Background: an optimization exercise with open tools, aiming at small area, a short achievable clock period and few clock cycles per item. Do not read the settings as production practice. Where RTL was checked, it was by simulation tests only, not by an equivalence proof against the original. Only the layout flow was run in runs 3 and 5; the RTL was not checked for function there. Power is estimated from default activity; no workload was simulated.

==> flow/design.v, too long to show whole: its modules and the start of the top module <==
// module le_fpu: 263 lines
// module le_fpu_cadd79: 32 lines
// module le_fpu_lzc78: 41 lines
// module le_fpu_mul24cs: 2101 lines
module le_fpu (
    input  wire        clk,
    input  wire        rst,
    input  wire        in_valid,
    output wire        in_ready,
    input  wire [3:0]  in_fn,
    input  wire [31:0] in_a,
    input  wire [31:0] in_b,
    input  wire [31:0] in_c,
    output reg         out_valid,
    output reg  [31:0] out_result,
    output reg  [3:0]  out_flags
);
  // ...
==> flow/run.sh <==
#!/bin/bash
# synth_recipe.tcl (not shown) runs the flow's synth.tcl, then flattens the netlist and writes it again
# the make line also repeats each setting of config.mk as NAME=value (left out here)
make -C /OpenROAD-flow-scripts/flow DESIGN_CONFIG=/design/flow/config.mk WORK_HOME=/design/flow/orfs CLKGATE_MAP_FILE= SYNTH_SCRIPT=/design/flow/synth_recipe.tcl finish
==> flow/config.mk <==
export PLATFORM = sky130hd
export DESIGN_NAME = le_fpu
export DESIGN_NICKNAME = le_fpu
export VERILOG_FILES = /design/flow/design.v
export SDC_FILE = /design/flow/constraint.sdc
export NUM_CORES = 4
export LEC_CHECK = 0
export CAP_MARGIN = 20
export CORE_MARGIN = 2
export CORE_UTILIZATION = 50
export PLACE_DENSITY = 0.6
export SLEW_MARGIN = 20
==> flow/constraint.sdc <==
create_clock -name core_clock -period 30.0 [get_ports {clk}]
set_input_delay 6.0000 -clock core_clock [delete_from_list [all_inputs] [get_ports {clk}]]
set_output_delay 6.0000 -clock core_clock [all_outputs]
set_load 0.01 [all_outputs]
==> results.toml, run 1 <==
[outcome]
outcome = "finished clean"

[synthesis]
synth_xor_area_share_pct = 10.3
syn_inst = 5173
synthFlopType = "dfxtp_1"
syn_area_per_cell_sq_um = 8.18
ys.warnings.count = 2
synth_top_family_by_area = "compound AO/OA/AOI/OAI gates"

[placement]
place_area_sq_um = 44500
dp_hpwl_mm = 134

[global_route]
grt_max_degree = 78
grt_use_met2_pct = 57.6
gr-usage-met1_pct = 56.1
grt-busiest-layer = "met2"
grtUsageMet3_pct = 8.48
grt_antenna_before_repair = 3

[layout]
mostFrequentLayoutCell = "inv_1"
multi_input_area_share_pct = 67.6
nNonClkInverters = 455
antenna_cells = 1
final.clkbuf_count = 52
multi_input_area_sq_um = 31300
layout.nonclk_buf_share_pct = 4.97
final_cells = 6251

[sta]
fin_ws_ps = 21970
setup_viol = 0
timing.final.crit_share_pct = 26.8
worst_hold_slack_ps = 324

[drt]
detail_route.wl_per_cell_um = 27.9
wl_met1_mm = 73.5
top_layer = "met4"

[power_and_ir_drop]
powerDensity_nw_per_um2 = 75.9

[worst_setup_path]
crit_path_frequent_cell = "inv_1"
crit_cells = 27
worstPathRequired_ps = 30510
critical_path_buf_inv_count = 5
slowest_stage = "inv_1"

[die]
die_w_um = 295

[worst_hold_path]
hold_start = "etop_a[6]$_SDFF_PP0_"
Testbench counts, summed over its fixed seeds: cycles 16,024, items 16,000.
==> run 2, diff against run 1 <==
--- a/flow/config.mk
+++ b/flow/config.mk
@@ -5,6 +5,7 @@
 export SDC_FILE = /design/flow/constraint.sdc
 export NUM_CORES = 4
 export LEC_CHECK = 0
+export ABC_AREA = 1
 export CAP_MARGIN = 20
 export CORE_MARGIN = 2
 export CORE_UTILIZATION = 50
==> run 2 against run 1 <==
  * Final area is 4.4% higher
  * Maximum frequency is 4.4% higher
  * Die area rose by 5.0%
  * Sequential share of layout area decreased by 0.73 points
  * First-iteration DRC count rose by 4.2%
  * Worst setup slack improved by 340 ps
  * Via count increased by 12%
  * Register-to-register slack better by 340 ps
  * Global-route usage decreased by 0.44 points
  * Critical path depth grew 6
  * Routed wire length increased by 4.6%
  * Critical path type unchanged
  * Largest power group unchanged
  * Highest routed layer unchanged
==> results.toml, run 2 <==
[outcome]
outcome = "finished clean"

[synthesis]
ys_types = 73
syn_inst = 6571
synth_top_family_by_area = "simple AND/OR/NAND/NOR gates"
syn-num-nets = 7183
ys_top_cells_by_count = "nand2_1 (1480), inv_1 (886), nand3_1 (579), xor2_1 (450)"
syn_area_per_cell_sq_um = 6.77
synth_top_area_share_pct = 17.7
ys_top_cells_by_area = "dfxtp_1 (18%), fa_1 (14%), nand2_1 (12%), xor2_1 (8.9%), inv_1 (7.5%)"
ys_seq_area_share_pct = 17.7
ys_seq_elements = 393
ys.warnings.count = 2
synth_edf_count = 0
synthFlopType = "dfxtp_1"
yosysMostFrequentCell = "nand2_1"
synth_compound_area_share_pct = 16.2
synth_fa_ha_area_share_pct = 19.4
syn-cell-area_sq_um = 44500
async_flop_share_pct = 0
synthSimpleGateAreaFrac_pct = 26.1
yosys.area.top_type = "dfxtp_1"
synth_xor_area_share_pct = 9.28
muxShareOfSynthArea_pct = 0.135

[sta]
slew_viol_final = 0
fmax_ghz = 0.130
tightestPinTransition_ps = 1200
worst_hold_slack_ps = 325
timing.final.crit_share_pct = 25.7
min_period_ps = 7700
tns_ps = 0
hold_viol_final = 0
setup_viol = 0
slew_headroom_pct = 19.9
grt_setup_unrepaired = "false"
skew_ps = 34.1

[layout]
mostFrequentLayoutCell = "nand2_1"
final_util_pct = 54.7
area_growth_pct = 8.55
final_cells = 7709
drive_gt1_share_pct = 5.04
final_cell_mix = "nand2_1 (1477), inv_1 (882), nand3_1 (579)"
largestRegisters = "ks_r (78), mag (78), kc_r (50)"
nets = 7121

[clock_network]
holdBufCountCts = 0
cts.sinks = 393
post_cts_buffers = 0
cts-resized-gates = 0
clock_latency_ps = 620
path_clk_slew_ps = 70
numCtsBuffers = 46
clock-root-buffer = "clkbuf_16"
htreeDepth = 2
clock_path_buffers = 3
cts_tree = "done"

[die]
die_w_um = 302
die_area_sq_um = 91300
initial_core_util_pct = 50.4
pin_count = 141
row_count = 109
die_h_um = 302
core_area_sq_um = 88200

[worst_setup_path]
crit_type = "flop to flop"
worst-path-max-fanout = 37
rr_worst_depth = 33
crit_path_start_kind = "flop"
r2r-end = "ks_r[26]$_DFF_P_"
end_kind = "flop"
slowest_stage = "dfxtp_1"
regToRegSetupSlack_ps = 22300
crit_start = "a0[25]$_DFF_P_"
cp.arrival_ps = 8180
worstPathRequired_ps = 30480
critPathMaxStageDelay_ps = 670
rr_startpoint = "a0[25]$_DFF_P_"
crit_path_frequent_cell = "nand2_1"
cp-endpoint = "ks_r[26]$_DFF_P_"

[power_and_ir_drop]
p_leak_nw = 23.1
powerDensity_nw_per_um2 = 78.4
peakVddDrop_mv = 0.0796
power_mw = 3.79

[global_route]
grt_antenna_before_repair = 6
grtUsageTotal_pct = 39.0
grt_max_degree = 71
grt_pass1_wl_mm = 269
grt-ovfl-total = 0
grt_pass1_vias = 42500

[placement]
numPortBuffers = 138
dpl.cell_count = 7624
gp_congestion = 0.990
dp_hpwl_mm = 138

[worst_hold_path]
hold_start = "etop_a[5]$_SDFF_PP1_"
min_path_type = "flop to flop"

[drt]
postRouteAntennaNets = 0
num_vias = 46100
detail_route.wl_per_cell_um = 23.7
firstDrtPassIters = 8
drt_iter0_markers = 5794
totalWireLength_mm = 183
vias_per_cell = 5.98
drc = 0

[job]
maxCapViolCount = 0
-- run 2: routing by layer --
metal	global-route usage [%]	vias to the layer above	share of wire (%)
li1	-	21300	-
met1	53.1	21600	41
met2	58.5	2697	43
met3	8.82	522	11
met4	18.4	0	5.4
met5	0	-	0
-- run 2: worst min-delay path by stage --
| stage | end | cells past startpoint | slack (ps) |
|---|---|---|---|
| 6_report | r_etop[5]$_DFF_P_ | 0 | 330 |
| 5_1_grt | r_fz$_DFF_P_ | 0 | 330 |
| 4_1_cts | r_raw$_DFF_P_ | 0 | 330 |
| 3_5_place_dp | r_raw$_DFF_P_ | 0 | 310 |
| 3_3_place_gp | r_fz$_DFF_P_ | 0 | 310 |
| 2_1_floorplan | out_flags[0]$_DFF_P_ | 0 | 310 |
-- run 2: cells by family after synthesis --
kind of cell | count (synthesis)
mux | 6
xor+xnor | 471
flops | 393
fa+ha+maj | 509
compound gates | 1232
simple gates | 2692
buf+inv | 1266
other cells | 2
-- run 2: layout make-up --
class,instances,area (sq um)
Antenna cell,1,2.50
Fill cell,8912,40000
Multi-Input combinational cell,4912,31700
Tap cell,1165,1460
Sequential cell,393,7870
Timing Repair Buffer,239,2150
Clock inverter,28,417
Inverter,917,3440
Clock buffer,54,1220
-- run 2: stage by stage --
stage | worst slack [ps] | area, sq um
after global routing | 21740 | 48300
after detailed placement | 22490 | 46600
final | 22300 | 48300
after global placement | 22550 | 46600
after CTS | 22470 | 48200
after floorplan | 23650 | 44500
-- run 2: where the power goes --
group	total [mW]	internal (mW)	switching, mW
registers	0.862	0.691	0.171
clock network	0.613	0.365	0.248
logic	2.31	0.775	1.54
-- run 2: critical path, delay by kind of cell, from the launching register on --
kind | cells | cell delay [ps]
DFF | 1 | 670
adders and majority gates | 4 | 1350
and+or+nand+nor | 11 | 1340
xor gates and xnor gates | 1 | 410
AOI/OAI and AO/OA | 9 | 2130
buffers and inverters | 8 | 1620
==> module le_fpu, before the edit <==
module le_fpu (
    input  wire        clk,
    input  wire        rst,
    input  wire        in_valid,
    output wire        in_ready,
    input  wire [3:0]  in_fn,
    input  wire [31:0] in_a,
    input  wire [31:0] in_b,
    input  wire [31:0] in_c,
    output reg         out_valid,
    output reg  [31:0] out_result,
    output reg  [3:0]  out_flags
);
    localparam [31:0] QNAN = 32'h7FC0_0000;
    assign in_ready = 1'b1;
    reg        v0;
    reg [3:0]  fn0;
    reg [31:0] a0, b0, c0;
    reg        f_arith, f_add, y_is_b, f_fma, f_mul, f_cvt, f_i2f, f_f2i;
    always @(posedge clk) begin
        v0      <= in_valid & ~rst;
        fn0     <= in_fn;
        a0      <= in_a;
        b0      <= in_b;
        c0      <= in_c;
        f_arith <= (in_fn[3:2] == 2'b00);    
        f_add   <= (in_fn[3:1] == 3'b000);   
        y_is_b  <= (in_fn[3:1] == 3'b001);   
        f_fma   <= (in_fn == 4'd3);
        f_mul   <= (in_fn == 4'd2);
        f_cvt   <= (in_fn[3:1] == 3'b111);   
        f_i2f   <= (in_fn == 4'd14);
        f_f2i   <= (in_fn == 4'd15);
    end
    wire [7:0] ea = a0[30:23];
    wire [7:0] eb = b0[30:23];
    wire [7:0] ec = c0[30:23];
    wire a_nz = |ea, b_nz = |eb, c_nz = |ec;
    wire a_ff = &ea, b_ff = &eb, c_ff = &ec;
    wire a_fr = |a0[22:0], b_fr = |b0[22:0], c_fr = |c0[22:0];
    wire a_nan = a_ff & a_fr, b_nan = b_ff & b_fr, c_nan = c_ff & c_fr;
    wire a_inf = a_ff & ~a_fr, b_inf = b_ff & ~b_fr, c_inf = c_ff & ~c_fr;
    wire a_snan = a_nan & ~a0[22], b_snan = b_nan & ~b0[22], c_snan = c_nan & ~c0[22];
    wire [23:0] ma = {a_nz, a0[22:0] & {23{a_nz}}};
    wire [23:0] mb = {b_nz, b0[22:0] & {23{b_nz}}};
    wire [23:0] mc = {c_nz, c0[22:0] & {23{c_nz}}};
    wire [23:0] xm = f_arith ? {a_nz, a0[22:0]} : {f_cvt & a0[31], 23'd0};
    wire [23:0] ym = y_is_b ? {b_nz, b0[22:0]} : 24'h80_0000;
    wire        sp = f_arith ? (a0[31] ^ (y_is_b & b0[31])) : (f_cvt & a0[31]);
    wire [76:0] pp_s, pp_c;
    le_fpu_mul24cs u_mul (.x(xm), .y(ym), .s(pp_s), .c(pp_c));
    wire [23:0] mz = f_add ? mb : mc;
    wire        z_nz = f_add ? b_nz : (f_fma & c_nz);
    wire [7:0]  ez = f_add ? eb : ec;
    wire        sz = f_add ? (b0[31] ^ fn0[0]) : (f_fma ? c0[31] : f_mul);
    wire        x_zero = ~a_nz;
    wire        y_zero = y_is_b & ~b_nz;
    wire        p_zero = x_zero | y_zero;
    wire        x_inf  = a_inf;
    wire        y_inf  = y_is_b & b_inf;
    wire        p_inf  = x_inf | y_inf;
    wire        z_inf  = f_add ? b_inf : (f_fma & c_inf);
    wire        any_nan  = a_nan | ((f_add | y_is_b) & b_nan) | (f_fma & c_nan);
    wire        any_snan = a_snan | ((f_add | y_is_b) & b_snan) | (f_fma & c_snan);
    wire        invalid  = (x_inf & y_zero) | (y_inf & x_zero) | (p_inf & z_inf & (sp ^ sz));
    wire signed [10:0] dd_add = $signed({3'd0, ea}) - $signed({3'd0, eb}) + 11'sd28;
    wire signed [10:0] dd_fma = $signed({3'd0, ea}) + $signed({3'd0, eb}) - $signed({3'd0, ec}) - 11'sd99;
    wire signed [10:0] dd28 = f_add ? dd_add : dd_fma;
    wire signed [10:0] ep29 = f_add ? $signed({3'd0, ea}) + 11'sd29
                                    : $signed({3'd0, ea}) + $signed({3'd0, eb}) - 11'sd98;
    wire        c_big = p_zero | (z_nz & dd28[10]);
    wire        f2i_sat = ~a_nan & (ea >= 8'd158) & ~(a0[31] & (ea == 8'd158) & ~a_fr);
    wire        f2i_go  = ~a_nan & ~f2i_sat;
    wire [7:0]  sh_f2i  = (ea < 8'd60) ? 8'd127 : (8'd187 - ea);
    wire [6:0]  sh = f_f2i ? sh_f2i[6:0] :
                     c_big ? 7'd0 :
                     (|dd28[9:7]) ? 7'd127 : dd28[6:0];
    wire [23:0] zm = f_arith ? (z_nz ? mz : 24'd0) : ((f_f2i & f2i_go) ? ma : 24'd0);
    wire [77:0] z_sh = {1'b0, zm, 53'd0} >> sh;
    reg  [6:0]  tz52;
    integer k;
    always @* begin
        tz52 = 7'd75;
        for (k = 22; k >= 0; k = k - 1)
            if (zm[k])
                tz52 = 7'd52 + k[6:0];
    end
    wire        z_st = (|zm) & (sh > tz52);
    wire [31:0] a_z = a_nz ? a0 : {a0[31], 31'd0};
    wire [31:0] b_z = b_nz ? b0 : {b0[31], 31'd0};
    wire        lt_m = a_z[30:0] < b_z[30:0];
    wire        eq_m = a_z[30:0] == b_z[30:0];
    wire        gt_m = ~lt_m & ~eq_m;
    wire        both_zero = ~a_nz & ~b_nz;
    wire        ab_nan  = a_nan | b_nan;
    wire        ab_snan = a_snan | b_snan;
    wire        a_lt_b = ~both_zero & ((a0[31] != b0[31]) ? a0[31] : (a0[31] ? gt_m : lt_m));
    wire        a_eq_b = both_zero | ((a0[31] == b0[31]) & eq_m);
    wire        is_min = ~fn0[0];
    reg [31:0] alt;
    reg        m_nv, m_sat;
    always @* begin
        alt   = 32'd0;
        m_nv  = 1'b0;
        m_sat = 1'b0;
        case (fn0)
            4'd6, 4'd7: begin
                m_nv = ab_snan;
                if (a_nan && b_nan)
                    alt = QNAN;
                else if (a_nan)
                    alt = b0;
                else if (b_nan)
                    alt = a0;
                else if (a_eq_b)
                    alt = (a_z[31] == is_min) ? a_z : b_z;
                else if (a_lt_b == is_min)
                    alt = a_z;
                else
                    alt = b_z;
            end
            4'd8:  alt = {1'b0, a0[30:0]};
            4'd9:  alt = {~a0[31], a0[30:0]};
            4'd10: begin
                if (ab_nan) begin
                    alt  = QNAN;
                    m_nv = 1'b1;
                end else if (gt_m) begin
                    alt   = {a0[31], b_z[30:0]};
                    m_sat = 1'b1;
                end else
                    alt = a_z;
            end
            4'd11: begin
                alt  = {31'd0, ~ab_nan & a_lt_b};
                m_nv = ab_nan;
            end
            4'd12: begin
                alt  = {31'd0, ~ab_nan & (a_lt_b | a_eq_b)};
                m_nv = ab_nan;
            end
            4'd13: begin
                alt  = {31'd0, ~ab_nan & a_eq_b};
                m_nv = ab_snan;
            end
            4'd14: alt = a0;
            4'd15: begin
                m_nv  = a_nan;
                m_sat = f2i_sat;
                alt   = f2i_sat ? (a0[31] ? 32'h8000_0000 : 32'h7FFF_FFFF) : 32'd0;
            end
            default: ;
        endcase
    end
    wire [77:0] z_al = (f_f2i ? {z_sh[77:16], 16'd0} : {z_sh[77:1], z_st})
                     | {30'd0, alt, 16'd0};
    wire        eff_sub = sp ^ sz;
    wire [78:0] za = {1'b0, z_al} ^ {79{eff_sub}};
    wire [78:0] ra = {pp_s, 2'b00};
    wire [78:0] rb = {pp_c, 2'b00};
    wire [78:0] ks = ra ^ rb ^ za;
    wire [78:0] kc = {(ra[77:0] & rb[77:0]) | (ra[77:0] & za[77:0]) | (rb[77:0] & za[77:0]), 1'b0};
    wire signed [10:0] e_top = f_i2f ? 11'sd188 :
                               c_big ? $signed({3'd0, ez}) + 11'sd1 : ep29;
    reg        va;
    reg [78:0] ks_r;
    reg [52:3] kc_r;
    reg        sp_a, sz_a, es_a, raw_a, nan_a, inf_a, nv_a, sat_a, sinf_a, zsgn_a, fz_a;
    reg signed [10:0] etop_a;
    always @(posedge clk) begin
        va     <= v0 & ~rst;
        ks_r   <= ks;
        kc_r   <= kc[52:3];
        sp_a   <= sp;
        sz_a   <= sz;
        es_a   <= eff_sub;
        raw_a  <= ~f_arith & ~f_i2f;
        nan_a  <= f_arith & (any_nan | invalid);
        inf_a  <= f_arith & ~any_nan & ~invalid & (p_inf | z_inf);
        nv_a   <= f_arith ? (any_nan ? any_snan : invalid) : m_nv;
        sat_a  <= ~f_arith & m_sat;
        sinf_a <= p_inf ? sp : sz;
        zsgn_a <= f_arith & p_zero & ~z_nz & sp & sz;
        fz_a   <= f_arith & p_zero & ~z_nz;
        etop_a <= e_top;
    end
    wire [78:0] kcf = {~ks_r[77:52], kc_r, 3'd0};
    wire [78:0] t0, t1;
    le_fpu_cadd79 u_add (.x(ks_r), .y(kcf), .s0(t0), .s1(t1));
    wire        neg  = es_a & t1[78];
    wire [77:0] mag1 = ~es_a ? t0[77:0] : (t1[78] ? ~t0[77:0] : t1[77:0]);
    wire        s1w  = neg ? sz_a : sp_a;
    reg        v1;
    reg [77:0] mag;
    reg        s1, r_raw, r_nan, r_inf, r_nv, r_sat, r_sinf, r_zsgn, r_fz;
    reg signed [10:0] r_etop;
    always @(posedge clk) begin
        v1     <= va & ~rst;
        mag    <= mag1;
        s1     <= s1w;
        r_raw  <= raw_a;
        r_nan  <= nan_a;
        r_inf  <= inf_a;
        r_nv   <= nv_a;
        r_sat  <= sat_a;
        r_sinf <= sinf_a;
        r_zsgn <= zsgn_a;
        r_fz   <= fz_a;
        r_etop <= etop_a;
    end
    wire [6:0] lz;
    le_fpu_lzc78 u_lzc (.a(mag), .lz(lz));
    wire       mag_zero = ~|mag;
    wire [77:0] n6 = lz[6] ? {mag[13:0], 64'd0} : mag;
    wire [55:0] n5 = lz[5] ? {n6[45:0], 10'd0} : n6[77:22];
    wire        t5 = |n6[21:0] & ~lz[5];
    wire [39:0] n4 = lz[4] ? n5[39:0] : n5[55:16];
    wire        t4 = |n5[15:0] & ~lz[4];
    wire [31:0] n3 = lz[3] ? n4[31:0] : n4[39:8];
    wire        t3 = |n4[7:0] & ~lz[3];
    wire [27:0] n2 = lz[2] ? n3[27:0] : n3[31:4];
    wire        t2 = |n3[3:0] & ~lz[2];
    wire [25:0] n1 = lz[1] ? n2[25:0] : n2[27:2];
    wire        t1s = |n2[1:0] & ~lz[1];
    wire [24:0] n0 = lz[0] ? n1[24:0] : n1[25:1];
    wire        t0s = n1[0] & ~lz[0];
    wire        sticky = t5 | t4 | t3 | t2 | t1s | t0s;
    wire [23:0] sig  = n0[24:1];
    wire        rbit = n0[0];
    wire        rup  = rbit & (sticky | sig[0]);
    wire [24:0] mr   = {1'b0, sig} + {24'd0, rup};
    wire signed [10:0] e_n = r_etop - $signed({4'd0, lz});
    wire [7:0]  e_r  = e_n[7:0] + {7'd0, mr[24]};
    wire        ovf  = (e_n >= 11'sd255) | ((e_n == 11'sd254) & mr[24]);
    reg [31:0] res;
    reg        of;
    always @* begin
        of = 1'b0;
        if (r_raw)
            res = mag[47:16];
        else if (r_nan)
            res = QNAN;
        else if (r_inf)
            res = {r_sinf, 8'hFF, 23'd0};
        else if (mag_zero | r_fz)
            res = {r_zsgn, 31'd0};
        else if (e_n >= 11'sd1) begin
            if (ovf) begin
                res = {s1, 8'hFF, 23'd0};
                of  = 1'b1;
            end else
                res = {s1, e_r, mr[22:0]};
        end else if ((e_n == 11'sd0) && (&sig))
            res = {s1, 8'd1, 23'd0};
        else
            res = {s1, 31'd0};
    end
    always @(posedge clk) begin
        out_valid  <= v1 & ~rst;
        out_result <= res;
        out_flags  <= {of, 1'b0, r_nv, r_sat};
    end
endmodule
==> run 3, diff against run 2 <==
--- a/flow/design.v
+++ b/flow/design.v
@@ -17,7 +17,14 @@
     reg [3:0]  fn0;
     reg [31:0] a0, b0, c0;
     reg        f_arith, f_add, y_is_b, f_fma, f_mul, f_cvt, f_i2f, f_f2i;
+    reg        a_nz, b_nz, c_nz, a_ff, b_ff, c_ff;
     always @(posedge clk) begin
+        a_nz    <= |in_a[30:23];
+        b_nz    <= |in_b[30:23];
+        c_nz    <= |in_c[30:23];
+        a_ff    <= &in_a[30:23];
+        b_ff    <= &in_b[30:23];
+        c_ff    <= &in_c[30:23];
         v0      <= in_valid & ~rst;
         fn0     <= in_fn;
         a0      <= in_a;
@@ -35,8 +42,6 @@
     wire [7:0] ea = a0[30:23];
     wire [7:0] eb = b0[30:23];
     wire [7:0] ec = c0[30:23];
-    wire a_nz = |ea, b_nz = |eb, c_nz = |ec;
-    wire a_ff = &ea, b_ff = &eb, c_ff = &ec;
     wire a_fr = |a0[22:0], b_fr = |b0[22:0], c_fr = |c0[22:0];
     wire a_nan = a_ff & a_fr, b_nan = b_ff & b_fr, c_nan = c_ff & c_fr;
     wire a_inf = a_ff & ~a_fr, b_inf = b_ff & ~b_fr, c_inf = c_ff & ~c_fr;
@@ -70,13 +75,14 @@
                                     : $signed({3'd0, ea}) + $signed({3'd0, eb}) - 11'sd98;
     wire        c_big = p_zero | (z_nz & dd28[10]);
     wire        f2i_sat = ~a_nan & (ea >= 8'd158) & ~(a0[31] & (ea == 8'd158) & ~a_fr);
-    wire        f2i_go  = ~a_nan & ~f2i_sat;
-    wire [7:0]  sh_f2i  = (ea < 8'd60) ? 8'd127 : (8'd187 - ea);
-    wire [6:0]  sh = f_f2i ? sh_f2i[6:0] :
-                     c_big ? 7'd0 :
-                     (|dd28[9:7]) ? 7'd127 : dd28[6:0];
+    wire        f2i_go  = ~a_nan & ~f2i_sat & (ea >= 8'd127);
+    wire [7:0]  sh_f2i  = 8'd187 - ea;
+    wire [6:0]  sh   = f_f2i ? sh_f2i[6:0] : dd28[6:0];
+    wire        far  = ~dd28[10] & (|dd28[9:7]);
+    wire        kill = ~f_f2i & (c_big | far);
     wire [23:0] zm = f_arith ? (z_nz ? mz : 24'd0) : ((f_f2i & f2i_go) ? ma : 24'd0);
-    wire [77:0] z_sh = {1'b0, zm, 53'd0} >> sh;
+    wire [77:0] z_raw = {1'b0, zm, 53'd0} >> sh;
+    wire [77:0] z_sh  = (z_raw & {78{~kill}}) | ({1'b0, zm, 53'd0} & {78{f_arith & c_big}});
     reg  [6:0]  tz52;
     integer k;
     always @* begin
@@ -85,7 +91,7 @@
             if (zm[k])
                 tz52 = 7'd52 + k[6:0];
     end
-    wire        z_st = (|zm) & (sh > tz52);
+    wire        z_st = ~f_f2i & ~c_big & (|zm) & (far | (sh > tz52));
     wire [31:0] a_z = a_nz ? a0 : {a0[31], 31'd0};
     wire [31:0] b_z = b_nz ? b0 : {b0[31], 31'd0};
     wire        lt_m = a_z[30:0] < b_z[30:0];
@@ -190,10 +196,13 @@
     wire        neg  = es_a & t1[78];
     wire [77:0] mag1 = ~es_a ? t0[77:0] : (t1[78] ? ~t0[77:0] : t1[77:0]);
     wire        s1w  = neg ? sz_a : sp_a;
+    wire [6:0]  lz1;
+    le_fpu_lzc78 u_lzc (.a(mag1), .lz(lz1));
     reg        v1;
     reg [77:0] mag;
     reg        s1, r_raw, r_nan, r_inf, r_nv, r_sat, r_sinf, r_zsgn, r_fz;
     reg signed [10:0] r_etop;
+    reg [6:0]  lz;
     always @(posedge clk) begin
         v1     <= va & ~rst;
         mag    <= mag1;
@@ -207,9 +216,8 @@
         r_zsgn <= zsgn_a;
         r_fz   <= fz_a;
         r_etop <= etop_a;
+        lz     <= lz1;
     end
-    wire [6:0] lz;
-    le_fpu_lzc78 u_lzc (.a(mag), .lz(lz));
     wire       mag_zero = ~|mag;
     wire [77:0] n6 = lz[6] ? {mag[13:0], 64'd0} : mag;
     wire [55:0] n5 = lz[5] ? {n6[45:0], 10'd0} : n6[77:22];
==> flow/config.mk (replaced) <==
export PLATFORM = sky130hd
export DESIGN_NAME = le_fpu
export DESIGN_NICKNAME = le_fpu
export VERILOG_FILES = /design/flow/design.v
export SDC_FILE = /design/flow/constraint.sdc
export NUM_CORES = 4
export LEC_CHECK = 0
export CAP_MARGIN = 20
export CORE_MARGIN = 2
export CORE_UTILIZATION = 60
export PLACE_DENSITY = 0.7
export SLEW_MARGIN = 20
==> run 3 against run 2 <==
  * Clock skew grew 11 ps
  * Count of clock-buffer cells in the layout up 2
  * Worst setup slack improved by 240 ps
  * Non-clock buffer count grew 3
  * Worst hold slack better by 0.88 ps
  * First-iteration DRC count shrank 1.6%
  * Area after synthesis is 2.4% lower
  * Power up 7.7%
  * Final area shrank 2.8%
  * Combinational power increased by 11%
  * Sequential share of layout area up 1.0 points
==> results.toml, run 3 <==
[layout]
final_cell_mix = "inv_1 (452), nand2_1 (425), xnor2_1 (415)"
mostFrequentLayoutCell = "inv_1"
area_growth_pct = 8.16
nets = 5794
drive_gt1_share_pct = 6.77
largestRegisters = "ks_r (78), mag (78), kc_r (50)"

[power_and_ir_drop]
p_leak_nw = 18.5
power_mw = 4.08
powerDensity_nw_per_um2 = 86.9
peakVddDrop_mv = 0.0666

[worst_setup_path]
crit_start = "out_result[18]$_DFF_P_"
critical_path_buf_inv_count = 1
crit_path_start_kind = "flop"
worst-path-max-fanout = 1
slowest_stage = "clkdlybuf4s50_1"
regToRegSetupSlack_ps = 23340
worstPathRequired_ps = 24000
cp-endpoint = "out_result[18]"
crit_type = "flop to output pin"
cp.arrival_ps = 1460
crit_chain = "clkdlybuf4s50_1"
rr_worst_depth = 16
rr_startpoint = "b_nz$_DFF_P_"
end_kind = "output pin"
crit_cells = 1
r2r-end = "ks_r[18]$_DFF_P_"
critPathMaxStageDelay_ps = 530
critical-path-top-delay-family = "buffers and inverters"

[global_route]
grt-ovfl-total = 0
grt_pass1_wl_mm = 243
grt_max_degree = 72
grt_pass1_vias = 38700
grtUsageTotal_pct = 42.8
grt_antenna_before_repair = 5

[synthesis]
synth_edf_count = 0
syn-num-nets = 5868
ys_types = 120
ys_seq_area_share_pct = 18.7
synth_top_area_share_pct = 18.7
ys_top_cells_by_count = "inv_1 (452), nand2_1 (426), xnor2_1 (415), dfxtp_1 (406), nor2_1 (337)"
syn-cell-area_sq_um = 43400
yosysMostFrequentCell = "inv_1"
ys_top_cells_by_area = "dfxtp_1 (19%), fa_1 (14%), xnor2_1 (8.4%), ha_1 (5.9%), o22ai_1 (4.2%)"
syn_area_per_cell_sq_um = 8.25
synthFlopType = "dfxtp_1"
async_flop_share_pct = 0
ys_seq_elements = 406
syn_inst = 5258
ys.warnings.count = 2
yosys.area.top_type = "dfxtp_1"

[drt]
firstDrtPassIters = 8
num_vias = 41700
vias_per_cell = 6.77
detail_route.wl_per_cell_um = 26.5
drt_iter0_markers = 5700
drc = 0
totalWireLength_mm = 164
postRouteAntennaNets = 0

[clock_network]
cts-resized-gates = 0
holdBufCountCts = 0
post_cts_buffers = 0
numCtsBuffers = 46
htreeDepth = 2
clock-root-buffer = "clkbuf_16"
clock_path_buffers = 3
clock_latency_ps = 630
cts_tree = "done"
path_clk_slew_ps = 60
cts.sinks = 406

[sta]
timing.final.crit_share_pct = 24.9
hold_viol_final = 0
fin_ws_ps = 22540
setup_viol = 0
slew_headroom_pct = 19.5
min_period_ps = 7460
fmax_ghz = 0.134
grt_setup_unrepaired = "false"
skew_ps = 45.1
tns_ps = 0
tightestPinTransition_ps = 1200
slew_viol_final = 0

[placement]
dp_slack_ps = 22990
dp_hpwl_mm = 124
numPortBuffers = 138
gp_congestion = 1.05

[die]
pin_count = 141
die_w_um = 273
row_count = 98
die_h_um = 273
core_area_sq_um = 71500
initial_core_util_pct = 60.7
die_area_sq_um = 74500

[outcome]
outcome = "finished clean"

[worst_hold_path]
min_path_type = "flop to flop"

[job]
maxCapViolCount = 0
[run 3: changes by cell type in the layout (fill, tap and decap cells not counted), sizes merged, moves of 79 or more]
| cell | delta |
|---|---|
| inv | -443 |
| mux2i | +173 |
| nand2 | -1085 |
| nand3 | -497 |
| nor2 | -79 |
| o21ai | -194 |
| xnor2 | +395 |
| xor2 | -350 |
[run 3: logic make-up after synthesis]
kind of cell | share of synthesized area [%]
buffers and inverters | 7.52
adder cells (fa/ha/maj) | 19.9
AO/OA/AOI/OAI | 21.5
XOR/XNOR | 10.4
other | 0.0173
AND/OR/NAND/NOR | 15.8
flip-flops | 18.7
multiplexers | 6.13
[run 3: per-layer routing]
metal	share of wire [%]	wire length [um]	track usage, %	vias to the layer above
met1	39	63600	56.4	19800
li1	-	-	-	18500
met3	13	20500	12.0	589
met4	6.5	10700	24.3	4
met2	42	68700	63.1	2893
met5	0.020	33	0	-
[run 3: final cells by class]
| type | count | area, sq um |
|---|---|---|
| Inverter | 470 | 1760 |
| Antenna cell | 1 | 2.50 |
| Sequential cell | 406 | 8140 |
| Clock buffer | 56 | 1220 |
| Timing Repair Buffer | 242 | 2160 |
| Fill cell | 6191 | 24600 |
| Multi-Input combinational cell | 4018 | 32100 |
| Tap cell | 950 | 1190 |
| Clock inverter | 26 | 368 |
[run 3: worst min-delay path by stage]
stage                                    start                    to  slack, ps  depth (start not counted)
after floorplan                  r_sat$_DFF_P_  out_flags[0]$_DFF_P_        310                          0
after global placement            r_nv$_DFF_P_  out_flags[1]$_DFF_P_        310                          0
after detailed placement          r_nv$_DFF_P_  out_flags[1]$_DFF_P_        310                          0
after CTS                       zsgn_a$_DFF_P_        r_zsgn$_DFF_P_        330                          0
after global routing            zsgn_a$_DFF_P_        r_zsgn$_DFF_P_        330                          0
final                     etop_a[9]$_SDFF_PP0_     r_etop[9]$_DFF_P_        330                          0
[run 3: stage by stage]
step,instance area [sq um],instances,hold WS (ps),utilization (%)
after floorplan,43400,5258,310,-
after global placement,45300,6085,310,63.4
after detailed placement,45300,6085,314,63.4
after CTS,46900,6167,326,65.6
after global routing,46900,6168,331,65.6
final,46900,6169,326,65.7
[run 3: power breakdown]
part	switching (mW)	internal (mW)
logic	1.61	0.950
registers	0.200	0.718
clock network	0.256	0.340
==> run 4, diff against run 3 <==
--- a/flow/design.v
+++ b/flow/design.v
@@ -92,72 +92,73 @@
                 tz52 = 7'd52 + k[6:0];
     end
     wire        z_st = ~f_f2i & ~c_big & (|zm) & (far | (sh > tz52));
-    wire [31:0] a_z = a_nz ? a0 : {a0[31], 31'd0};
-    wire [31:0] b_z = b_nz ? b0 : {b0[31], 31'd0};
-    wire        lt_m = a_z[30:0] < b_z[30:0];
-    wire        eq_m = a_z[30:0] == b_z[30:0];
-    wire        gt_m = ~lt_m & ~eq_m;
     wire        both_zero = ~a_nz & ~b_nz;
+    wire        lt_m = ~both_zero & (a0[30:0] < b0[30:0]);
+    wire        eq_m = both_zero | (a0[30:0] == b0[30:0]);
+    wire        gt_m = ~lt_m & ~eq_m;
     wire        ab_nan  = a_nan | b_nan;
     wire        ab_snan = a_snan | b_snan;
     wire        a_lt_b = ~both_zero & ((a0[31] != b0[31]) ? a0[31] : (a0[31] ? gt_m : lt_m));
     wire        a_eq_b = both_zero | ((a0[31] == b0[31]) & eq_m);
     wire        is_min = ~fn0[0];
-    reg [31:0] alt;
-    reg        m_nv, m_sat;
+    reg        sel_b, flush, qnan_o, cmp_o, cmp_bit, m_nv, m_sat;
+    reg        sgn;
     always @* begin
-        alt   = 32'd0;
-        m_nv  = 1'b0;
-        m_sat = 1'b0;
+        sel_b   = 1'b0;
+        flush   = 1'b0;
+        qnan_o  = 1'b0;
+        cmp_o   = 1'b0;
+        cmp_bit = 1'b0;
+        m_nv    = 1'b0;
+        m_sat   = 1'b0;
+        sgn     = a0[31];
         case (fn0)
             4'd6, 4'd7: begin
-                m_nv = ab_snan;
-                if (a_nan && b_nan)
-                    alt = QNAN;
-                else if (a_nan)
-                    alt = b0;
+                m_nv   = ab_snan;
+                qnan_o = a_nan & b_nan;
+                flush  = ~ab_nan;
+                if (a_nan)
+                    sel_b = 1'b1;
                 else if (b_nan)
-                    alt = a0;
+                    sel_b = 1'b0;
                 else if (a_eq_b)
-                    alt = (a_z[31] == is_min) ? a_z : b_z;
-                else if (a_lt_b == is_min)
-                    alt = a_z;
+                    sel_b = (a0[31] != is_min);
                 else
-                    alt = b_z;
+                    sel_b = (a_lt_b != is_min);
+                sgn = sel_b ? b0[31] : a0[31];
             end
-            4'd8:  alt = {1'b0, a0[30:0]};
-            4'd9:  alt = {~a0[31], a0[30:0]};
+            4'd8:  sgn = 1'b0;
+            4'd9:  sgn = ~a0[31];
             4'd10: begin
-                if (ab_nan) begin
-                    alt  = QNAN;
-                    m_nv = 1'b1;
-                end else if (gt_m) begin
-                    alt   = {a0[31], b_z[30:0]};
-                    m_sat = 1'b1;
-                end else
-                    alt = a_z;
+                m_nv   = ab_nan;
+                qnan_o = ab_nan;
+                flush  = 1'b1;
+                sel_b  = gt_m;
+                m_sat  = ~ab_nan & gt_m;
             end
             4'd11: begin
-                alt  = {31'd0, ~ab_nan & a_lt_b};
-                m_nv = ab_nan;
+                cmp_o = 1'b1; cmp_bit = ~ab_nan & a_lt_b; m_nv = ab_nan;
             end
             4'd12: begin
-                alt  = {31'd0, ~ab_nan & (a_lt_b | a_eq_b)};
-                m_nv = ab_nan;
+                cmp_o = 1'b1; cmp_bit = ~ab_nan & (a_lt_b | a_eq_b); m_nv = ab_nan;
             end
             4'd13: begin
-                alt  = {31'd0, ~ab_nan & a_eq_b};
-                m_nv = ab_snan;
+                cmp_o = 1'b1; cmp_bit = ~ab_nan & a_eq_b; m_nv = ab_snan;
             end
-            4'd14: alt = a0;
             4'd15: begin
                 m_nv  = a_nan;
                 m_sat = f2i_sat;
-                alt   = f2i_sat ? (a0[31] ? 32'h8000_0000 : 32'h7FFF_FFFF) : 32'd0;
             end
             default: ;
         endcase
     end
+    wire [30:0] pick = sel_b ? b0[30:0] : a0[30:0];
+    wire        pz   = flush & ~(sel_b ? b_nz : a_nz);
+    wire [31:0] alt  = f_arith ? 32'd0 :
+                       qnan_o  ? QNAN :
+                       cmp_o   ? {31'd0, cmp_bit} :
+                       f_f2i   ? {f2i_sat & a0[31], {31{f2i_sat & ~a0[31]}}} :
+                                 {sgn, pick & {31{~pz}}};
     wire [77:0] z_al = (f_f2i ? {z_sh[77:16], 16'd0} : {z_sh[77:1], z_st})
                      | {30'd0, alt, 16'd0};
     wire        eff_sub = sp ^ sz;
==> run 4 against run 3 <==
  * Utilization up 0.17 points
  * Worst setup slack about the same
  * Sequential power down 0.5%
  * Non-clock buffer count down 5
  * Routed wire length down 2.8%
  * Register-to-register slack worse by 500 ps
  * Count of clock-buffer cells in the layout up 2
  * Power down 4.6%
  * Synthesized cell count down 4.5%
==> results.toml, run 4 <==
[worst_hold_path]
min_path_type = "flop to flop"
whs_path_depth = 0
hold_start = "etop_a[7]$_SDFF_PP1_"
whs_endpoint = "r_etop[7]$_DFF_P_"

[clock_network]
path_clk_slew_ps = 60
clock_latency_ps = 620
htreeDepth = 2
holdBufCountCts = 0
clock-root-buffer = "clkbuf_16"
post_cts_buffers = 0
cts_tree = "done"
clock_path_buffers = 3
numCtsBuffers = 44
cts.sinks = 406
cts-resized-gates = 0

[worst_setup_path]
crit_chain = "clkdlybuf4s50_1"
critPathMaxStageDelay_ps = 550
rr_worst_depth = 20
critical-path-top-delay-family = "buffers and inverters"
regToRegSetupSlack_ps = 22840
critical_path_buf_inv_count = 1
cp.arrival_ps = 1460
worst-path-max-fanout = 1
r2r-end = "lz[0]$_DFF_P_"
end_kind = "output pin"
worstPathRequired_ps = 24000
crit_type = "flop to output pin"
slowest_stage = "clkdlybuf4s50_1"
rr_startpoint = "ks_r[64]$_DFF_P_"
crit_path_start_kind = "flop"

[synthesis]
ys.warnings.count = 2
syn-cell-area_sq_um = 41700
synth_top_family_by_area = "adder cells"
yosysMostFrequentCell = "inv_1"
syn_inst = 5020
synthFlopType = "dfxtp_1"
synth_top_area_share_pct = 19.5
syn_area_per_cell_sq_um = 8.30
synth_compound_area_share_pct = 20.3
ys_types = 101
syn-num-nets = 5623
synth_edf_count = 0
synthSimpleGateAreaFrac_pct = 14.7
ys_seq_area_share_pct = 19.5
synth_fa_ha_area_share_pct = 20.5
muxShareOfSynthArea_pct = 6.54
synth_xor_area_share_pct = 11.0
yosys.area.top_type = "dfxtp_1"
async_flop_share_pct = 0
ys_top_cells_by_area = "dfxtp_1 (20%), fa_1 (15%), xnor2_1 (9.0%), ha_1 (5.9%), o22ai_1 (4.3%)"
ys_seq_elements = 406
ys_top_cells_by_count = "inv_1 (453), xnor2_1 (429), dfxtp_1 (406), nor2_1 (340), nand2_1 (336)"

[placement]
dpl.cell_count = 5844
place_area_sq_um = 43700
numPortBuffers = 138
gp_congestion = 1.01
dp_hpwl_mm = 118

[layout]
area_growth_pct = 8.54
nets = 5562
fillers = 6014
final_cells = 5923
multi_input_area_sq_um = 30500
regArea_sq_um = 8140
final_cell_mix = "inv_1 (453), xnor2_1 (429), dfxtp_1 (400)"
mostFrequentLayoutCell = "inv_1"
final_util_pct = 65.8
largestRegisters = "ks_r (78), mag (78), kc_r (50)"
drive_gt1_share_pct = 6.43
fin_area_sq_um = 45200

[die]
pin_count = 141
initial_core_util_pct = 60.6
die_h_um = 268
die_area_sq_um = 71600
core_area_sq_um = 68700
die_w_um = 268
row_count = 96

[drt]
drt_iter0_markers = 5694
postRouteAntennaNets = 0
vias_per_cell = 6.79
firstDrtPassIters = 9
num_vias = 40200
drc = 0
detail_route.wl_per_cell_um = 26.8
totalWireLength_mm = 159

[global_route]
grtUsageTotal_pct = 43.7
grt-ovfl-total = 0
grt_pass1_wl_mm = 236
grt_max_degree = 66
grt_antenna_before_repair = 7
grt_pass1_vias = 38000

[sta]
fmax_ghz = 0.134
tns_ps = 0
min_period_ps = 7460
setup_viol = 0
grt_setup_unrepaired = "false"
slew_headroom_pct = 16.8
timing.final.crit_share_pct = 24.9
tightestPinTransition_ps = 1240
hold_viol_final = 0
slew_viol_final = 0
skew_ps = 43.6

[power_and_ir_drop]
peakVddDrop_mv = 0.0650
powerDensity_nw_per_um2 = 86.0
p_leak_nw = 17.8
power_mw = 3.89

[job]
maxCapViolCount = 0

[outcome]
outcome = "finished clean"
[run 4: worst reg2reg max path: stages, from the launching register on]
cell and delay (ps):
dfxtp_1 330, inv_1 70, ha_1 410, a21oi_1 330, o221ai_1 280, o22a_1 290, a221oi_2 410, o221a_2 250
buf_4 470, nand2_1 730, nor2_1 810, buf_4 330, a2bb2oi_1 230, xnor2_1 170, nor4_1 660, nand4_1 300
nor2_1 390, nand2_1 140, inv_2 140, a21boi_0 240, a311oi_2 70
[run 4: cell families after synthesis]
group                    count (synthesis)
flip-flops                             406
AND/OR/NAND/NOR                       1257
multiplexers                           227
buffers and inverters                  817
other                                    2
adder cells (fa/ha/maj)                500
AO/OA/AOI/OAI                         1289
XOR/XNOR                               522
[run 4: stage by stage]
| step | worst slack [ps] | hold slack [ps] |
|---|---|---|
| CTS | 22500 | 323 |
| detailed placement | 22990 | 312 |
| global placement | 22980 | 310 |
| global route | 22510 | 335 |
| floorplan | 23570 | 310 |
| finish | 22540 | 321 |
[run 4: final cells by class]
| class | instances | share of cell area, % |
|---|---|---|
| inverters | 473 | 3.93 |
| multi-input cells | 3797 | 67.4 |
| clock inverters | 20 | 0.559 |
| flip-flops and latches | 406 | 18.0 |
| clock buffers | 58 | 2.80 |
| well taps | 931 | 2.58 |
| diodes | 1 | 0.00553 |
| repair buffers | 237 | 4.70 |
[run 4: per-layer routing]
| metal | track usage, % | wire length, um | share of wire, % |
|---|---|---|---|
| met5 | 0 | 118 | 0.074 |
| met4 | 25.8 | 11500 | 7.3 |
| met3 | 12.5 | 20300 | 13 |
| met2 | 64.2 | 65600 | 41 |
| met1 | 57.1 | 61500 | 39 |
[run 4: where the power goes]
group | total, mW | internal (mW) | switching (mW)
sequential | 0.913 | 0.716 | 0.197
combinational | 2.40 | 0.894 | 1.51
clock | 0.577 | 0.335 | 0.242
[run 4: how the worst max path moves through the flow]
| stage | cells past startpoint | start | slack [ps] | to |
|---|---|---|---|---|
| finish | 1 | out_result[24]$_DFF_P_ | 22540 | out_result[24] |
| global route | 1 | out_result[24]$_DFF_P_ | 22510 | out_result[24] |
| CTS | 1 | out_result[24]$_DFF_P_ | 22500 | out_result[24] |
| detailed placement | 3 | in_c[24] | 22990 | c_nz$_DFF_P_ |
| global placement | 3 | in_c[24] | 22980 | c_nz$_DFF_P_ |
| floorplan | 2 | in_a[24] | 23570 | a_nz$_DFF_P_ |
Testbench counts of run 4, summed over its fixed seeds: cycles 16,024, items 16,000.
==> run 5, diff against run 4 <==
--- a/flow/design.v
+++ b/flow/design.v
@@ -191,19 +191,30 @@
         fz_a   <= f_arith & p_zero & ~z_nz;
         etop_a <= e_top;
     end
-    wire [78:0] kcf = {~ks_r[77:52], kc_r, 3'd0};
-    wire [78:0] t0, t1;
-    le_fpu_cadd79 u_add (.x(ks_r), .y(kcf), .s0(t0), .s1(t1));
+    wire [53:0] l0, l1;
+    le_fpu_cadd #(.W(54)) u_add (.x({2'b00, ks_r[51:0]}), .y({1'b0, kc_r, 3'd0}), .s0(l0), .s1(l1));
+    wire [26:0] zh  = ~ks_r[78:52];
+    wire [26:0] zhm = zh - 27'd1;
+    wire [26:0] zhp = zh + 27'd1;
+    wire [78:0] t0 = {(l0[53] ? zhp : (l0[52] ? zh : zhm)), l0[51:0]};
+    wire [78:0] t1 = {(l1[53] ? zhp : (l1[52] ? zh : zhm)), l1[51:0]};
     wire        neg  = es_a & t1[78];
     wire [77:0] mag1 = ~es_a ? t0[77:0] : (t1[78] ? ~t0[77:0] : t1[77:0]);
     wire        s1w  = neg ? sz_a : sp_a;
-    wire [6:0]  lz1;
-    le_fpu_lzc78 u_lzc (.a(mag1), .lz(lz1));
+    wire [79:0] mpad = {mag1, 2'b00};
+    reg  [3:0]  lzh1;
+    integer q;
+    always @* begin
+        lzh1 = 4'd9;
+        for (q = 9; q >= 0; q = q - 1)
+            if (|mpad[79-8*q -: 8])
+                lzh1 = q[3:0];
+    end
     reg        v1;
     reg [77:0] mag;
     reg        s1, r_raw, r_nan, r_inf, r_nv, r_sat, r_sinf, r_zsgn, r_fz;
     reg signed [10:0] r_etop;
-    reg [6:0]  lz;
+    reg [3:0]  lzh;
     always @(posedge clk) begin
         v1     <= va & ~rst;
         mag    <= mag1;
@@ -217,16 +228,20 @@
         r_zsgn <= zsgn_a;
         r_fz   <= fz_a;
         r_etop <= etop_a;
-        lz     <= lz1;
+        lzh    <= lzh1;
     end
     wire       mag_zero = ~|mag;
-    wire [77:0] n6 = lz[6] ? {mag[13:0], 64'd0} : mag;
-    wire [55:0] n5 = lz[5] ? {n6[45:0], 10'd0} : n6[77:22];
-    wire        t5 = |n6[21:0] & ~lz[5];
-    wire [39:0] n4 = lz[4] ? n5[39:0] : n5[55:16];
-    wire        t4 = |n5[15:0] & ~lz[4];
-    wire [31:0] n3 = lz[3] ? n4[31:0] : n4[39:8];
-    wire        t3 = |n4[7:0] & ~lz[3];
+    wire [77:0] n6 = lzh[3] ? {mag[13:0], 64'd0} : mag;
+    wire [55:0] n5 = lzh[2] ? {n6[45:0], 10'd0} : n6[77:22];
+    wire        t5 = |n6[21:0] & ~lzh[2];
+    wire [39:0] n4 = lzh[1] ? n5[39:0] : n5[55:16];
+    wire        t4 = |n5[15:0] & ~lzh[1];
+    wire [31:0] n3 = lzh[0] ? n4[31:0] : n4[39:8];
+    wire        t3 = |n4[7:0] & ~lzh[0];
+    wire [7:0]  tb = n3[31:24];
+    wire [2:0]  lzl = tb[7] ? 3'd0 : tb[6] ? 3'd1 : tb[5] ? 3'd2 : tb[4] ? 3'd3 :
+                      tb[3] ? 3'd4 : tb[2] ? 3'd5 : tb[1] ? 3'd6 : 3'd7;
+    wire [6:0]  lz = {lzh, lzl};
     wire [27:0] n2 = lz[2] ? n3[27:0] : n3[31:4];
     wire        t2 = |n3[3:0] & ~lz[2];
     wire [25:0] n1 = lz[1] ? n2[25:0] : n2[27:2];
@@ -270,22 +285,25 @@
         out_flags  <= {of, 1'b0, r_nv, r_sat};
     end
 endmodule
-module le_fpu_cadd79 (
-    input  wire [78:0] x,
-    input  wire [78:0] y,
-    output wire [78:0] s0,
-    output wire [78:0] s1
+module le_fpu_cadd #(
+    parameter integer W = 54
+) (
+    input  wire [W-1:0] x,
+    input  wire [W-1:0] y,
+    output wire [W-1:0] s0,
+    output wire [W-1:0] s1
 );
-    wire [78:0] g0 = x & y;
-    wire [78:0] p0 = x ^ y;
-    wire [78:0] g [0:7];
-    wire [78:0] p [0:7];
+    localparam integer L = $clog2(W);
+    wire [W-1:0] g0 = x & y;
+    wire [W-1:0] p0 = x ^ y;
+    wire [W-1:0] g [0:L];
+    wire [W-1:0] p [0:L];
     assign g[0] = g0;
     assign p[0] = p0;
     genvar l, i;
     generate
-        for (l = 0; l < 7; l = l + 1) begin : lv
-            for (i = 0; i < 79; i = i + 1) begin : bt
+        for (l = 0; l < L; l = l + 1) begin : lv
+            for (i = 0; i < W; i = i + 1) begin : bt
                 if (((i >> l) % 2) == 1) begin : cmb
                     localparam integer J = ((i >> l) << l) - 1;
                     assign g[l+1][i] = g[l][i] | (p[l][i] & g[l][J]);
@@ -297,51 +315,10 @@
             end
         end
     endgenerate
-    wire [78:0] gg = g[7];
-    wire [78:0] pg = p[7];
-    assign s0 = p0 ^ {gg[77:0], 1'b0};
-    assign s1 = p0 ^ {gg[77:0] | pg[77:0], 1'b1};
-endmodule
-module le_fpu_lzc78 (
-    input  wire [77:0] a,
-    output wire [6:0]  lz
-);
-    wire [127:0] v = {a, 50'd0};
-    wire [127:0] z0 = ~v;
-    wire [63:0]  z1;  wire [63:0]  c1;
-    wire [31:0]  z2;  wire [63:0]  c2;
-    wire [15:0]  z3;  wire [47:0]  c3;
-    wire [7:0]   z4;  wire [31:0]  c4;
-    wire [3:0]   z5;  wire [19:0]  c5;
-    wire [1:0]   z6;  wire [11:0]  c6;
-    genvar i;
-    generate
-        for (i = 0; i < 64; i = i + 1) begin : l1
-            assign z1[i] = z0[2*i+1] & z0[2*i];
-            assign c1[i] = z0[2*i+1];
-        end
-        for (i = 0; i < 32; i = i + 1) begin : l2
-            assign z2[i] = z1[2*i+1] & z1[2*i];
-            assign c2[2*i+1:2*i] = z1[2*i+1] ? {1'b1, c1[2*i]} : {1'b0, c1[2*i+1]};
-        end
-        for (i = 0; i < 16; i = i + 1) begin : l3
-            assign z3[i] = z2[2*i+1] & z2[2*i];
-            assign c3[3*i+2:3*i] = z2[2*i+1] ? {1'b1, c2[4*i+1:4*i]} : {1'b0, c2[4*i+3:4*i+2]};
-        end
-        for (i = 0; i < 8; i = i + 1) begin : l4
-            assign z4[i] = z3[2*i+1] & z3[2*i];
-            assign c4[4*i+3:4*i] = z3[2*i+1] ? {1'b1, c3[6*i+2:6*i]} : {1'b0, c3[6*i+5:6*i+3]};
-        end
-        for (i = 0; i < 4; i = i + 1) begin : l5
-            assign z5[i] = z4[2*i+1] & z4[2*i];
-            assign c5[5*i+4:5*i] = z4[2*i+1] ? {1'b1, c4[8*i+3:8*i]} : {1'b0, c4[8*i+7:8*i+4]};
-        end
-        for (i = 0; i < 2; i = i + 1) begin : l6
-            assign z6[i] = z5[2*i+1] & z5[2*i];
-            assign c6[6*i+5:6*i] = z5[2*i+1] ? {1'b1, c5[10*i+4:10*i]} : {1'b0, c5[10*i+9:10*i+5]};
-        end
-    endgenerate
-    assign lz = z6[1] ? {1'b1, c6[5:0]} : {1'b0, c6[11:6]};
+    wire [W-1:0] gg = g[L];
+    wire [W-1:0] pg = p[L];
+    assign s0 = p0 ^ {gg[W-2:0], 1'b0};
+    assign s1 = p0 ^ {gg[W-2:0] | pg[W-2:0], 1'b1};
 endmodule
 module le_fpu_mul24cs (
     input  wire [23:0] x,
==> flow/flow/run.sh (new file) <==
#!/bin/bash
# Own layout flow: the standard layout (standard.sh, all steps unchanged) with one
# hook after global placement, flow/ports.tcl, which gives the port buffers that the
# standard flow inserts a regular buffer cell (sky130_fd_sc_hd__buf_4) in place of the
# slow delay-buffer cell it picks by default. All output of the layout goes to
# standard.log here; ORFS's per-step logs stay under orfs/logs.
set -euo pipefail
W=$(pwd)
export POST_GLOBAL_PLACE_TCL="$W/flow/ports.tcl"
bash standard.sh finish > "$W/standard.log" 2>&1
==> flow/flow/ports.tcl (new file) <==
# Port buffers: the standard flow's flow inserts one buffer per input and output port (buffer_ports).
# Give them a regular buffer cell instead of the slow delay-buffer cell picked by default.
set n_swapped 0
foreach inst [[ord::get_db_block] getInsts] {
  set name [$inst getName]
  if {[regexp {^(input|output)[0-9]+$} $name]} {
    set master [[$inst getMaster] getName]
    if {$master ne "sky130_fd_sc_hd__buf_4"} {
      replace_cell [get_cells $name] [get_lib_cells */sky130_fd_sc_hd__buf_4]
      incr n_swapped
    }
  }
}
puts "ports.tcl: $n_swapped port buffers set to sky130_fd_sc_hd__buf_4"
==> flow/standard.sh (new file) <==
#!/bin/bash
# synth_recipe.tcl (not shown) runs the flow's synth.tcl, then flattens the netlist and writes it again
# the make line also repeats each setting of config.mk as NAME=value (left out here)
make -C /OpenROAD-flow-scripts/flow DESIGN_CONFIG=/design/flow/config.mk WORK_HOME=/design/flow/orfs CLKGATE_MAP_FILE= SYNTH_SCRIPT=/design/flow/synth_recipe.tcl "${@:-finish}"
--- a/flow/config.mk
+++ b/flow/config.mk
@@ -8,5 +8,7 @@
 export CAP_MARGIN = 20
 export CORE_MARGIN = 2
 export CORE_UTILIZATION = 60
+export CTS_CLUSTER_DIAMETER = 100
+export CTS_CLUSTER_SIZE = 20
 export PLACE_DENSITY = 0.7
 export SLEW_MARGIN = 20
removed: flow/run.sh
==> run 5 against run 4 <==
  * Still clean
  * Via count decreased by 2.3%
  * Utilization decreased by 2.0 points
  * Sequential share of layout area is 0.53 points higher
  * Clock skew down 15 ps
  * First-iteration DRC count fell by 9.9%
  * Flip-flop and latch count fell by 3
  * Register-to-register slack barely moved
==> results.toml, run 5 <==
[synthesis]
ys.warnings.count = 2
synthFlopType = "dfxtp_1"
synth_edf_count = 0
syn_inst = 5043
syn-num-nets = 5621
ys_top_cells_by_area = "dfxtp_1 (20%), fa_1 (15%), xnor2_1 (9.2%), mux2i_1 (5.3%), ha_1 (5.3%)"
ys_seq_elements = 403
yosysMostFrequentCell = "xnor2_1"
syn-cell-area_sq_um = 41200
ys_top_cells_by_count = "xnor2_1 (434), inv_1 (422), dfxtp_1 (403), nand2_1 (389), nor2_1 (367)"
syn_area_per_cell_sq_um = 8.17
ys_types = 99
async_flop_share_pct = 0
yosys.area.top_type = "dfxtp_1"
synth_top_area_share_pct = 19.6
ys_seq_area_share_pct = 19.6

[layout]
largestRegisters = "ks_r (78), mag (78), kc_r (50)"
antenna_cells = 0
area_growth_pct = 5.84
final_cell_mix = "xnor2_1 (434), inv_1 (422), dfxtp_1 (397)"
fin_area_sq_um = 43600
mostFrequentLayoutCell = "xnor2_1"
drive_gt1_share_pct = 7.90
nets = 5533

[sta]
timing.final.crit_share_pct = 23.9
setup_viol = 0
skew_ps = 29.0
worst_hold_slack_ps = 324
fin_ws_ps = 22830
min_period_ps = 7170
slew_headroom_pct = 18.6
hold_viol_final = 0
fmax_ghz = 0.139
tightestPinTransition_ps = 1220
tns_ps = 0
grt_setup_unrepaired = "false"
slew_viol_final = 0

[global_route]
grt_antenna_before_repair = 4
grt_max_degree = 67
grt-ovfl-total = 0
grt_pass1_wl_mm = 230
grtUsageTotal_pct = 42.4
grt_pass1_vias = 37200

[clock_network]
path_clk_slew_ps = 90
cts-resized-gates = 0
cts.sinks = 403
cts_tree = "done"
holdBufCountCts = 0
clock-root-buffer = "clkbuf_16"
numCtsBuffers = 27
clock_latency_ps = 620
clock_path_buffers = 3
post_cts_buffers = 0
htreeDepth = 1

[power_and_ir_drop]
switching_share_pct = 51.6
p_clk_share_pct = 10.6
p_leak_nw = 17.6
powerDensity_nw_per_um2 = 80.5
peakVddDrop_mv = 0.0558
p_comb_share_pct = 63.7
sequentialPowerShare_pct = 25.7
switching_power_mw = 1.81
power_mw = 3.51
intPower_mw = 1.70

[drt]
num_vias = 39300
totalWireLength_mm = 153
drt_iter0_markers = 5128
drc = 0
postRouteAntennaNets = 0
vias_per_cell = 6.72
firstDrtPassIters = 8
detail_route.wl_per_cell_um = 26.2

[worst_setup_path]
rr_startpoint = "lzh[2]$_SDFF_PP0_"
crit_start = "lzh[2]$_SDFF_PP0_"
crit_type = "flop to flop"
critical_path_buf_inv_count = 3
crit_chain = "buf_4 > nor2b_1 > o2bb2ai_1 > o311ai_1 > nand4_1 > buf_4 > a21oi_1 > inv_1 > ha_1 > nor2b_1 > o21ai_0 > a21boi_0 > o21ai_0 > nand2b_1 > and2_1 > o21ai_0 > nor2b_1 > xnor2_1 > and4_1 > nor2_1 > nand3_1 > o41ai_1"
critical-path-top-delay-family = "compound AO/OA/AOI/OAI gates"
crit_path_start_kind = "flop"
worstPathRequired_ps = 30500
slowest_stage = "o311ai_1"
critPathMaxStageDelay_ps = 760
cp.arrival_ps = 7680
end_kind = "flop"
worst-path-max-fanout = 66

[placement]
numPortBuffers = 138
place_area_sq_um = 42800
dp_slack_ps = 23040
dp_hpwl_mm = 115

[worst_hold_path]
hold_start = "etop_a[0]$_SDFF_PP0_"
min_path_type = "flop to flop"

[die]
core_area_sq_um = 68300
initial_core_util_pct = 60.3
pin_count = 141
row_count = 96
die_h_um = 266
die_w_um = 266
die_area_sq_um = 70800

[job]
maxCapViolCount = 0

[outcome]
outcome = "finished clean"
run 5: changes by cell type after synthesis, sizes merged, moves of 14 or more:
cell    before  now
mux2i      163  217
nand2      338  389
inv        467  429
a21oi      274  248
nor2       341  367
ha         197  173
a211oi      57   34
clkbuf     265  288
mux4        33   13
o21ai      208  226
a21o        40   57
a221oi      12   29
and3        41   55
run 5: layer usage:
metal / vias to the layer above / part of all wire, % / GRT usage (%)
met2: 2661 / 43 / 64.3
met5: - / 0.018 / 0.0693
met4: 4 / 5.3 / 19.3
met3: 538 / 12 / 11.7
met1: 18600 / 39 / 56.4
li1: 17400 / - / -
run 5: final timing paths:
kind / to / slack (ps) / cells past startpoint
worst min register to register: r_etop[0]$_DFF_P_ / 320 / 0
worst min-delay path: r_etop[0]$_DFF_P_ / 320 / 0
worst max register to register: out_result[13]$_DFF_P_ / 22830 / 22
worst max-delay path: out_result[13]$_DFF_P_ / 22830 / 22
run 5: kinds of logic (layout without fill, tap and decap cells):
logic type               after synthesis  count (layout)  synth area share (%)
buffers and inverters                791             711                  7.33
AND/OR/NAND/NOR                     1336            1336                  15.5
flip-flops                           403             403                  19.6
XOR/XNOR                             526             526                  11.2
multiplexers                         272             272                  7.13
AO/OA/AOI/OAI                       1238            1238                  19.3
adder cells (fa/ha/maj)              475             475                  19.9
other                                  2               2                0.0182
run 5: power by group through the flow:
stage	Sequential (mW)	Combinational [mW]	Clock [mW]
after floorplan	0.800	1.54	0
after global placement	0.901	2.15	0
after detailed placement	0.902	2.16	0
after CTS	0.890	2.17	0.377
after global routing	0.906	2.41	0.397
final	0.904	2.24	0.372
run 5: metrics by stage:
stage / util (%) / std cells
floorplan: - / 5043
global placement: 63.2 / 5808
detailed placement: 62.6 / 5808
CTS: 63.8 / 5845
global route: 63.8 / 5845
finish: 63.8 / 5845
run 5: layout make-up:
class	count	area, sq um
Clock buffer	29	683
Clock inverter	8	116
Fill cell	6137	24700
Inverter	435	1630
Multi-Input combinational cell	3849	30200
Sequential cell	403	8080
Tap cell	882	1100
Timing Repair Buffer	239	1790

static timing again, ports no longer ideal:
How much do the figures lean on ideal ports? The routed layouts below were timed once more, with nothing changed but the port constraints. Step 1 assumes that a clkbuf_16 drives the clock port and a buf_2 every other input. Step 2, shift: input delay + t, output delay - t, t = (earliest + latest rising clock arrival at the registers) / 2. This alone moves slack from input paths to output paths. Three values: ideal, step 1, step 2; two values: the first two.
run | t, ns | slack for setup (ns) | latest minus earliest clock arrival (ns) | worst register clock-pin slew, ns | worst slew at a driven data input, ns
run 1 | 0.699 | 21.966 / 21.966 / 21.966 | 0.047 / 0.047 | 0.07 / 0.07 | 0.06
run 2 | 0.681 | 22.301 / 22.301 / 22.301 | 0.037 / 0.037 | 0.08 / 0.08 | 0.06
run 3 | 0.682 | 22.536 / 22.462 / 22.999 | 0.045 / 0.045 | 0.08 / 0.08 | 0.06
run 4 | 0.666 | 22.536 / 22.467 / 22.843 | 0.044 / 0.044 | 0.08 / 0.08 | 0.05
run 5 | 0.676 | 22.827 / 22.827 / 22.827 | 0.029 / 0.029 | 0.09 / 0.09 | 0.04
After both steps every run listed still meets setup and hold.
